This design comes from an exercise in tuning for small area and a short achievable clock period on the open sky130 flow, not from production work. In this exercise RTL edits were held to simulation tests only and were not proved equivalent to the original. No activity file was given, so power comes from the tool's default toggle rates.

## flow/design.v (module list and top-level ports; edited modules follow where they fit)
// module red_ew_alu: 833 lines
module red_ew_alu (
    input  wire        clk,
    input  wire        rst,        
    input  wire        in_valid,
    input  wire [7:0]  op,
    input  wire [23:0] p0,
    input  wire [23:0] p1,
    input  wire [23:0] p2,
    input  wire [23:0] a,
    input  wire        a_ok,
    input  wire [23:0] b,
    input  wire        b_ok,
    input  wire [23:0] c,
    input  wire        c_ok,
    output reg         out_valid,
    output reg  [23:0] y,
    output reg         y_ok,
    output reg         nsat
);
  // ...
==> flow/flow/run.sh <==
#!/bin/bash
set -euo pipefail
DU=$(make -s -C "$FLOW_HOME" DESIGN_CONFIG="$PWD/config.mk" print-DONT_USE_CELLS 2>make_print.log | sed -n 's/^DONT_USE_CELLS: //p')
case "$DU" in
  *sky130_fd_sc_hd__probe_p_8*) ;;
  *) echo "could not read the platform's DONT_USE_CELLS" >&2; exit 1 ;;
esac
DU="$DU sky130_fd_sc_hd__clkdlybuf4s15_1 sky130_fd_sc_hd__clkdlybuf4s15_2 sky130_fd_sc_hd__clkdlybuf4s18_1 sky130_fd_sc_hd__clkdlybuf4s18_2 sky130_fd_sc_hd__clkdlybuf4s25_1 sky130_fd_sc_hd__clkdlybuf4s25_2 sky130_fd_sc_hd__clkdlybuf4s50_1 sky130_fd_sc_hd__clkdlybuf4s50_2"
echo "DONT_USE_CELLS=$DU" > dont_use.txt
bash standard.sh SETUP_SLACK_MARGIN=9 "DONT_USE_CELLS=$DU" finish > standard.log 2>&1
==> flow/standard.sh <==
#!/bin/bash
# synth_recipe.tcl (not shown) runs the flow's synth.tcl, then flattens the netlist and writes it again
# the make line also repeats each setting of config.mk as NAME=value (left out here)
make -C /OpenROAD-flow-scripts/flow DESIGN_CONFIG=/design/flow/config.mk WORK_HOME=/design/flow/orfs CLKGATE_MAP_FILE= SYNTH_SCRIPT=/design/flow/synth_recipe.tcl "${@:-finish}"
==> flow/config.mk <==
export PLATFORM = sky130hd
export DESIGN_NAME = red_ew_alu
export DESIGN_NICKNAME = red_ew_alu
export VERILOG_FILES = /design/flow/design.v
export SDC_FILE = /design/flow/constraint.sdc
export NUM_CORES = 4
export LEC_CHECK = 0
export ABC_AREA = 1
export CAP_MARGIN = 20
export CORE_MARGIN = 2
export CORE_UTILIZATION = 40
export CTS_CLUSTER_DIAMETER = 80
export CTS_CLUSTER_SIZE = 20
export SLEW_MARGIN = 20
==> flow/constraint.sdc <==
create_clock -name core_clock -period 13.0 [get_ports {clk}]
set_input_delay 2.6000 -clock core_clock [delete_from_list [all_inputs] [get_ports {clk}]]
set_output_delay 2.6000 -clock core_clock [all_outputs]
set_load 0.01 [all_outputs]
==> run summary, run 1 <==
status no timing/DRC/antenna violations; final-report max-slew violation count 0; Post-synth EDFFs 0; die width between 200 and 300 um; layout cells sized above 1 0.1034; drt via density 5.536; crit path cell chain buf_12, nand2_2, nand2_1, o21ai_4, buf_2, o22ai_1, xor2_1, fa_1, fa_1, fa_1, fa_1, inv_1, fa_2; worst clock skew 0.03257 ns; Seq power between 1000 and 1500 uW; Register-to-Register Path Depth 13; row count 101; H-tree Lvls 1; Post-Place Setup Slack 7.416 ns; Area-dominant class multi-input gates; slowest stage delay, CP 0.57 ns; CTS tree built; placed cells ~5.2k; Sink Count 299; nonclk inv count 587; Synth Cell Area 30,360 um^2; synth top area cells dfxtp_1, fa_1, nand2_1, xor2_1, inv_1; global routing usage on met3 0.04512; fillers 7,642; Final Hold Fails 0; Buf/Inv on CP 3; Clock transition at path regs 0.07 ns; Worst R2R Setup Slack between 8 and 9 ns
==> inputs of run 2 (changes only) <==
--- a/flow/design.v
+++ b/flow/design.v
@@ -41,18 +41,18 @@
         if (is_scale | is_abs | is_clamp | is_not)
             ok_0 = a_ok;
         if (is_sel)
             ok_0 = c_ok & (c_nz ? a_ok : b_ok);
         m_0 = (is_scale | is_clamp) ? p0 : is_mul ? b : {{23{is_abs & a[23]}}, 1'b1};
         yy_0 = (is_scale | is_clamp) ? p1 : b;
         sh_0 = is_scale ? p2[4:0] : is_mul ? p0[4:0] : 5'd0;
     end
-    wire en_0   = is_add | is_sub | is_scale | is_mul | is_abs;   
-    wire inv_0  = is_sub;                    
+    wire en_0   = (is_add | is_sub | is_scale | is_mul | is_abs) & ok_0;   
+    wire inv_0  = is_sub & ok_0;             
     wire selx_0 = is_sel & c_nz;             
     wire yz_0   = is_mul | is_abs;           
     wire [3:0] opc_0 = opc;                  
     wire [2:0] rel_0 = p0[2:0];              
     reg  [23:0] x_1;
     reg  [23:0] m_1;
     reg  [23:0] yy_1;
     reg  [4:0] sh_1;
@@ -102,17 +102,19 @@
     wire signed [23:0] ys_1 = yy_1;
     wire lt_lo = xs_1 < ms_1;     
     wire lt_ab = xs_1 < ys_1;     
     wire eq_ab = x_1 == yy_1;
     wire [1:0] cc = lt_ab ? ct_1[5:4] : eq_ab ? ct_1[3:2] : ct_1[1:0];
     wire bt = ct_1[{|x_1, |yy_1}];
     reg  [23:0] yp_1;
     always @(*) begin
-        if (cl_1)
+        if (!ok_1)
+            yp_1 = 24'd0;
+        else if (cl_1)
             yp_1 = lt_lo ? m_1 : (!lt_ab && !eq_ab) ? yy_1 : x_1;
         else if (cv_1)
             yp_1 = cc[1] ? (cc[0] ? yy_1 : x_1) : {23'd0, cc[0]};
         else if (bl_1)
             yp_1 = {23'd0, bt};
         else if (selx_1)
             yp_1 = x_1;
         else
@@ -821,13 +823,13 @@
         else
             vpipe <= {vpipe[1:0], in_valid};
     end
     always @(posedge clk) begin
         if (rst)
             out_valid <= 1'b0;
         else
             out_valid <= vpipe[2];
-        y    <= ok_4 ? res : 24'd0;
+        y    <= res;
         y_ok <= ok_4;
-        nsat <= ok_4 & ~fits;
+        nsat <= ~fits;
     end
 endmodule
==> flow/flow/run.sh (replaced) <==
#!/bin/bash
set -euo pipefail
DU=$(make -s -C "$FLOW_HOME" DESIGN_CONFIG="$PWD/config.mk" print-DONT_USE_CELLS 2>make_print.log | sed -n 's/^DONT_USE_CELLS: //p')
case "$DU" in
  *sky130_fd_sc_hd__probe_p_8*) ;;
  *) echo "could not read the platform's DONT_USE_CELLS" >&2; exit 1 ;;
esac
DU="$DU sky130_fd_sc_hd__clkdlybuf4s15_1 sky130_fd_sc_hd__clkdlybuf4s15_2 sky130_fd_sc_hd__clkdlybuf4s18_1 sky130_fd_sc_hd__clkdlybuf4s18_2 sky130_fd_sc_hd__clkdlybuf4s25_1 sky130_fd_sc_hd__clkdlybuf4s25_2 sky130_fd_sc_hd__clkdlybuf4s50_1 sky130_fd_sc_hd__clkdlybuf4s50_2"
echo "DONT_USE_CELLS=$DU" > dont_use.txt
bash standard.sh SETUP_SLACK_MARGIN=9 "DONT_USE_CELLS=$DU" "SYNTH_OPERATIONS_ARGS=-extra-map $FLOW_HOME/platforms/common/lcu_kogge_stone.v -noabc" finish > standard.log 2>&1
==> run summary, run 2 <==
Slew @ Worst Pin 1.185 ns (was 1.191 ns); Synth top area share 0.2031 (was 0.1971); Async S/R FF share, synth 0 (unchanged); cell type with the highest aggregate area in the netlist dfxtp_1 (unchanged); switching pwr 3233 uW (was 3542 uW); clock buffer depth 3 (unchanged); Setup CP Type reg2reg (unchanged); total gr overflow 0 (unchanged); Worst R2R Setup Slack 9.02 ns (was 8.94 ns); Arrival @ worst endpoint 4.44 ns (was 4.54 ns); global-route wire length before repair 162,800 um (was 164,900 um); Final min period 3.984 ns (was 4.056 ns); Compound-Gate Fraction of Synth Area 0.1468 (was 0.1593); final net count 4,724 (was 4,916); Yosys reg bits 299 (unchanged); Vias 28.87k (was 29.72k); VDD IR max 0.0001214 V (was 0.0001221 V); largest family of logic cells by synthesized area simple AND/OR/NAND/NOR gates (unchanged); Synth top cells by count nand2_1, inv_1, xor2_1, o22ai_1, dfxtp_1 (was nand2_1, inv_1, nand3_1, xor2_1, dfxtp_1); crit end category register (unchanged); Seq/Total Area, Yosys 0.2031 (was 0.1971); status no timing/DRC/antenna violations (unchanged); Syn. warnings 1 (unchanged); Mapped Cells 4,068 (was 4,230); Adder-Cell Fraction of Synth Area 0.2209 (was 0.2140); sequential power share 0.209 (was 0.195); Final GP Congestion 0.9699 (was 0.9997); CP endpoint csa_s_2[21] (was csa_s_2[27]); Critical-path top delay cell fa_1 (was fa_2); Register Area 6058 um^2 (was 6050 um^2); Simple-Gate Fraction of Synth Area 0.2371 (was 0.2234); Comb pwr share 0.674 (was 0.687); Routed Antenna Nets 0 (unchanged); Final Setup Violations 0 (unchanged); DRT Pass-1 Iters 8 (unchanged); hold slack final 0.3293 ns (was 0.3313 ns); num ports 185 (unchanged); Final Hold Fails 0 (unchanged); Top cell by count, worst path fa_1 (unchanged); Clock power frac 0.117 (was 0.118); largest net degree at the start of global routing 49 (was 50); Synth Cell Area 29,470 um^2 (was 30,360 um^2); layout cells sized above 1 0.09299 (was 0.1034); Total Wirelength 107,300 um (was 111,100 um); final core utilization 0.4516 (was 0.4564); syn avg cell area 7.245 um^2 (was 7.178 um^2); die area 75,870 um^2 (was 78,120 um^2); PD cells 187.7 nW/um^2 (was 193.4 nW/um^2); Max-slew headroom 0.2103 (was 0.2061); Power Internal 2953 uW (was 3129 uW); Max Cap Viol 0 (unchanged); fin crit share 0.3064 (was 0.3120); mux share of post-synthesis cell area 0.001698 (was 0.001978); Multi-input gate area 21,470 um^2 (was 21,980 um^2); HPWL Detailed 79,800 um (was 83,660 um); synth top area cells dfxtp_1, fa_1, nand2_1, xor2_1, ha_1 (was dfxtp_1, fa_1, nand2_1, xor2_1, inv_1); IO Port Bufs 161 (unchanged); worst reg2reg path startpoint en_1 (was m_1[1]); Area Growth Syn to Fin 11.78% (was 13.59%); syn_nets 4,609 (was 4,770); final-report max-slew violation count 0 (unchanged); most common cell in the netlist nand2_1 (unchanged); switching share of total power 0.5226 (was 0.5309); fillers 7,392 (was 7,642); Post-Synth XOR/XNOR Area 0.1025 (was 0.09927); TritonCTS Buffers 23 (was 24); total negative slack 0 ns (unchanged); H-tree Lvls 1 (unchanged); CP Max Fanout 13 (was 12); RSZ-0062 raised after global routing yes (unchanged); CP Launch Type register (unchanged); later-pin clock latency in the skew report 0.58 ns (about the same); Clock transition at path regs 0.08 ns (was 0.07 ns); CP Launch Point en_1 (was m_1[1]); leading cell type in the layout, fill and taps excluded nand2_1 (unchanged); Root Buffer clkbuf_16 (unchanged); total chip power 6186 uW (was 6671 uW); slowest stage delay, CP 0.54 ns (was 0.57 ns); LEAKAGE 0.01632 uW (was 0.01638 uW); Cell variety after synth 60 (was 64); Hold Path Class reg2reg (unchanged); Sink Count 299 (unchanged); Die Y 275.5 um (was 279.5 um); DR DRC count 0 (unchanged); crit path cell chain buf_12, buf_2, nand2_4, clkbuf_4, o22ai_1, xor2_1, ha_1, fa_1, fa_1, fa_1, fa_1 (was buf_12, nand2_2, nand2_1, o21ai_4, buf_2, o22ai_1, xor2_1, fa_1, fa_1, fa_1, fa_1, inv_1, fa_2); Post-synth EDFFs 0 (unchanged); initial core utilization 0.4040 (was 0.4018); ys flop type dfxtp_1 (unchanged); final instance area 32,950 um^2 (was 34,490 um^2); Largest regs csa_c_2 x47, csa_s_2 x47 (unchanged); initial antenna violation count 4 (was 7); post-placement cell area 30,710 um^2 (was 31,570 um^2); reg2reg end csa_s_2[21] (was csa_s_2[27]); CTS tree built (unchanged); Core Region 72,960 um^2 (was 75,570 um^2); die width 275.5 um (was 279.5 um); worst clock skew 0.02593 ns (was 0.03257 ns); GRT Resource Usage Total 0.2771 (was 0.2726); vias in the first global route 27.55k (was 27.98k); fmax 0.2510 GHz (was 0.2465 GHz); row count 99 (was 101); drt via density 5.600 (was 5.536); post-DR wirelength/cell 20.82 um (was 20.70 um); highest-count cells in the layout ignoring fill and taps nand2_1, inv_1, xor2_1 (was nand2_1, inv_1, nand3_1); initial DRC count 3,034 (was 3,131); Worst Path Required 13.46 ns (was 13.49 ns); Register-to-Register Path Depth 11 (was 13)
[run 2: cell types whose count changed in the layout (fill, tap and decap cells not counted), moves of 35 or more]
cell / previous run / this run
inv_1: 541 / 399
nand2_1: 887 / 923
o21ai_0: 215 / 170
o211ai_1: 53 / 9
o22ai_1: 265 / 300
[run 2: kinds of logic (layout without fill, tap and decap cells)]
logic type                 count (synthesis)  after routing
AOI/OAI and AO/OA                        728            729
xor gates and xnor gates                 345            345
adders and majority gates                383            383
buffers and inverters                    677            799
DFF                                      299            299
muxes                                      5              5
other                                      0              3
and+or+nand+nor                         1631           1634
[run 2: worst max-delay path, delay by kind of cell, from the launching register on]
family                     cells  cell delay, ns
AOI/OAI and AO/OA              1            0.23
xor gates and xnor gates       1            0.27
adders and majority gates      5            2.18
buffers and inverters          3            0.58
DFF                            1            0.40
and+or+nand+nor                1            0.18
[run 2: how the worst min path moves through the flow]
stage | from | endpoint | slack, ns | cells past startpoint
floorplan | ok_2 | ok_4 | 0.31 | 0
global placement | yp_2[2] | yp_4[2] | 0.31 | 0
detailed placement | yp_2[6] | yp_4[6] | 0.31 | 0
CTS | yp_2[6] | yp_4[6] | 0.33 | 0
global route | yp_2[18] | yp_4[18] | 0.34 | 0
finish | yp_2[5] | yp_4[5] | 0.33 | 0
[run 2: cell type report]
cell class	count	share of cell area
diodes	3	0.0002279
clock buffers	26	0.01842
clock inverters	10	0.004101
inverters	438	0.05081
multi-input cells	3096	0.6518
flip-flops and latches	299	0.1839
well taps	959	0.03642
repair buffers	325	0.05438
[run 2: per-layer routing]
layer,global-route usage,vias to the layer above,part of all wire
met5,0,-,0.00026
met4,0.1030,4,0.044
li1,-,13620,-
met1,0.3659,13470,0.42
met2,0.4510,1478,0.45
met3,0.05107,293,0.088
[run 2: what timing repair did]
| action | in CTS | in global routing |
|---|---|---|
| setup endpoints to repair | 144 | 107 |
| pin swaps | 13 | 18 |
| resized for setup | 217 | 77 |
| hold buffers | 0 | 0 |
| setup buffers | 32 | 48 |
| gates cloned | 5 | 5 |
[run 2: per-stage QoR]
stage          cells  worst slack [ns]
4_1_cts         5099             9.004
3_3_place_gp    5024             7.057
2_1_floorplan   4068             9.007
6_report        5156             9.016
5_1_grt         5154             8.946
3_5_place_dp    5026             6.943
[run 2: power by group through the flow]
stage	Sequential, uW	Clock [uW]	Combinational [uW]
after floorplan	1280	0	2850
after global placement	1320	0	4010
after detailed placement	1320	0	4020
after CTS	1300	741	4100
after global routing	1320	774	4680
final	1300	723	4170

re-timing with driven ports:
In the flow no input, the clock included, has a driving cell. The finished layouts below were timed again as built, in two steps. Step 1 sets driving cells, clkbuf_16 on the clock port and buf_2 on the other inputs (assumed; they add their load-dependent delay and slew). Step 2 also shifts input and output timing later by t, the mid clock arrival at the registers, as if the neighbouring blocks saw the same clock. Slacks: ideal ports / drivers / drivers and shift; pairs: ideal ports / drivers.
run	shift t [ns]	slack for setup (ns)	worst setup path after step 2	worst data-port slew with drivers (ns)
run 1	0.625	8.944 / 8.944 / 8.526	input to register	0.06
run 2	0.641	9.016 / 9.016 / 8.492	input to register	0.06
After both steps setup and hold are still met in every run listed. For run 2, which loses most, drivers alone change the setup slack by 0.000 ns; drivers and shift together by -0.524 ns.
